Source: an optimization exercise on an open RTL-to-GDS flow (aim: small area, a short achievable clock period and few clock cycles per item). Production flows keep margins and buffers that such runs may drop. Only simulation tests tie the RTL to the original design; equivalence was not proved. Power is estimated from default activity; no workload was simulated.

Setup of run A:
==> flow/design.v (excerpt) <==
module par_engine (
    input  wire         clk,
    input  wire         rst_n,
    input  wire         in_valid,
    output wire         in_ready,
    input  wire         in_first,
    input  wire         in_last,
    input  wire [1:0]   in_kind,      
    input  wire [3:0]   in_sheet,
    input  wire [127:0] in_data,
    input  wire [1:0]   cfg_nerase,
    input  wire [3:0]   cfg_sx,
    input  wire [3:0]   cfg_sy,
    output reg          out_valid,
    input  wire         out_ready,
    output reg  [127:0] out_a,
    output reg  [127:0] out_b,
    output reg          out_lost
);
    function [7:0] xtime;
        input [7:0] a;
        xtime = {a[6:0], 1'b0} ^ (a[7] ? 8'h1D : 8'h00);
    endfunction
    function [7:0] gf_mul;
        input [7:0] a;
        input [7:0] b;
        integer i;
        reg [7:0] p, aa;
        begin
            p  = 8'h00;
            aa = a;
            for (i = 0; i < 8; i = i + 1) begin
                if (b[i]) p = p ^ aa;
                aa = xtime(aa);
            end
            gf_mul = p;
        end
    endfunction
    localparam [127:0]  W_TAB  = 128'h261387CDE8743A1D8040201008040201;
    localparam [127:0]  K1_TAB = 128'h2C58B07DFAE9CF831B366CD8AD478E01;
  ...
Size in the first run: roughly 5,400 cells after synthesis, ~410 I/O pins, about 46,000 um2 of cells after synthesis.
==> flow/config.mk <==
export PLATFORM = sky130hd
export DESIGN_NAME = par_engine
export DESIGN_NICKNAME = par_engine
export VERILOG_FILES = /design/flow/design.v
export SDC_FILE = /design/flow/constraint.sdc
export NUM_CORES = 4
export LEC_CHECK = 0
export CAP_MARGIN = 20
export CORE_MARGIN = 2
export CORE_UTILIZATION = 60
export PLACE_DENSITY = 0.75
export SLEW_MARGIN = 20
==> flow/constraint.sdc <==
create_clock -name core_clock -period 22.0 [get_ports {clk}]
set_input_delay 4.4000 -clock core_clock [delete_from_list [all_inputs] [get_ports {clk}]]
set_output_delay 4.4000 -clock core_clock [all_outputs]
set_load 0.01 [all_outputs]
standard.sh (not shown) runs the stock make flow with config.mk's settings and CLKGATE_MAP_FILE= SYNTH_SCRIPT=/design/flow/synth_recipe.tcl, a recipe that flattens the netlist after the stock synthesis.
==> flow/flow/run.sh <==
#!/bin/bash
set -euo pipefail
export BUFFER_PORTS_ARGS="-buffer_cell sky130_fd_sc_hd__buf_1"
export CTS_ARGS="-sink_clustering_enable -repair_clock_nets -sink_clustering_size 24 -sink_clustering_max_diameter 100 -buf_list sky130_fd_sc_hd__clkbuf_16 -sink_clustering_levels 1 -dont_use_dummy_load"
bash standard.sh > flow.log 2>&1
Testbench counts of run A, summed over its fixed seeds: cycles 24,088, items 3,200.
--- input diff run A..run B ---
Settings: CTS_BUF_LIST newly set to sky130_fd_sc_hd__clkbuf_16; CTS_CLUSTER_SIZE newly set to 24; CTS_CLUSTER_DIAMETER newly set to 100; PLACE_DENSITY removed (was 0.75); CORE_UTILIZATION changed from 60 to 55.
==> flow/flow/run.sh <==
#!/bin/bash
set -euo pipefail
export BUFFER_PORTS_ARGS="-buffer_cell sky130_fd_sc_hd__buf_1"
bash standard.sh > flow.log 2>&1
Findings:
The run showing the greater worst supply voltage drop on vdd is run B. From run A to run B the numbers moved as follows: global routing met2 resource utilization has decreased, number of filler instances in the final layout has increased, placed instance area has remained practically unchanged, met1 track demand over resource has decreased. Run B has routability-driven placement congestion ratio below what run A had. Taking run A as the reference, in run B worst setup slack before clock tree synthesis down 0.015 ns; actual slew at the worst max-slew pin -0.023 ns; number of buffers other than clock buffers in the final layout now sits lower; total number of H-tree levels did not really move.
Changes in run C relative to run B:
--- a/flow/flow/run.sh
+++ b/flow/flow/run.sh
@@ -3,0 +4 @@
+export CTS_ARGS="-sink_clustering_enable -repair_clock_nets -sink_clustering_size 24 -sink_clustering_max_diameter 100 -buf_list sky130_fd_sc_hd__clkbuf_16 -sink_clustering_levels 1 -dont_use_dummy_load"
[summary]
Every run in the comparison, run B and run C, completed the flow with a clean layout. Run B → run C: global-route total usage across every layer flat; layout filler cell count flat. Comparing run B and run C, the lower worst-margin pin slew is on run B. Compared with run B, placement density in the core of run C is lower. Cells: run C has fewer instances than run B. Internal power consumption for run C: 0.70% down relative to run B. | wire length of the first global-routing pass | run B vs run C | ≈ equal |. | power per unit of standard cell area | run C vs run B | 0.35% lower |. [diff] post-layout instance area, run C relative to run B: improvement.
Relative to run C, the following input files were edited for run D:
==> flow/flow/run.sh <==
#!/bin/bash
set -euo pipefail
export BUFFER_PORTS_ARGS="-buffer_cell sky130_fd_sc_hd__buf_1"
export CTS_ARGS="-sink_clustering_enable -repair_clock_nets -sink_clustering_size 24 -sink_clustering_max_diameter 100 -buf_list sky130_fd_sc_hd__clkbuf_16 -dont_use_dummy_load"
bash standard.sh > flow.log 2>&1
Findings:
On synthesized cell count, run C and run D are neck and neck.
Final instance count without filler cells came out exactly the same in run C and run D.
Re total power: no difference whatsoever between run C and run D.
Diff run C..run D | worst slack on hold paths | unchanged
[compare] base=run C new=run D: instance area after placement level, combined global-route utilization of all metal layers level.
Reported for run C and run D, core outline area turned out identical to the last digit.

port drivers added, routing unchanged:
The flow's constraints put no driver on any port. The routed layouts listed below were extracted and timed again, unchanged, in two steps.
Step 1 sets driving cells, clkbuf_16 on the clock port and buf_2 on the other inputs (assumed; they add their load-dependent delay and slew).
Step 2 moves the port delays by t, midway between the first and last clock arrival at a register: inputs arrive t later, outputs are due t later. That takes back most of the time a late clock gives input paths.
a / b / c = ideal ports / drivers / drivers and shift; a / b = the first two.
| run | t, ns | setup slack, ns | pins driven straight from the clock port |
|---|---|---|---|
| run A | 0.651 | 16.267 / 16.196 / 16.572 | 1 |
| run B | 0.675 | 16.286 / 16.219 / 16.651 | 1 |
| run C | 0.663 | 16.309 / 16.243 / 16.607 | 1 |
| run D | 0.663 | 16.309 / 16.243 / 16.607 | 1 |
After both steps setup and hold are still met in every run listed.
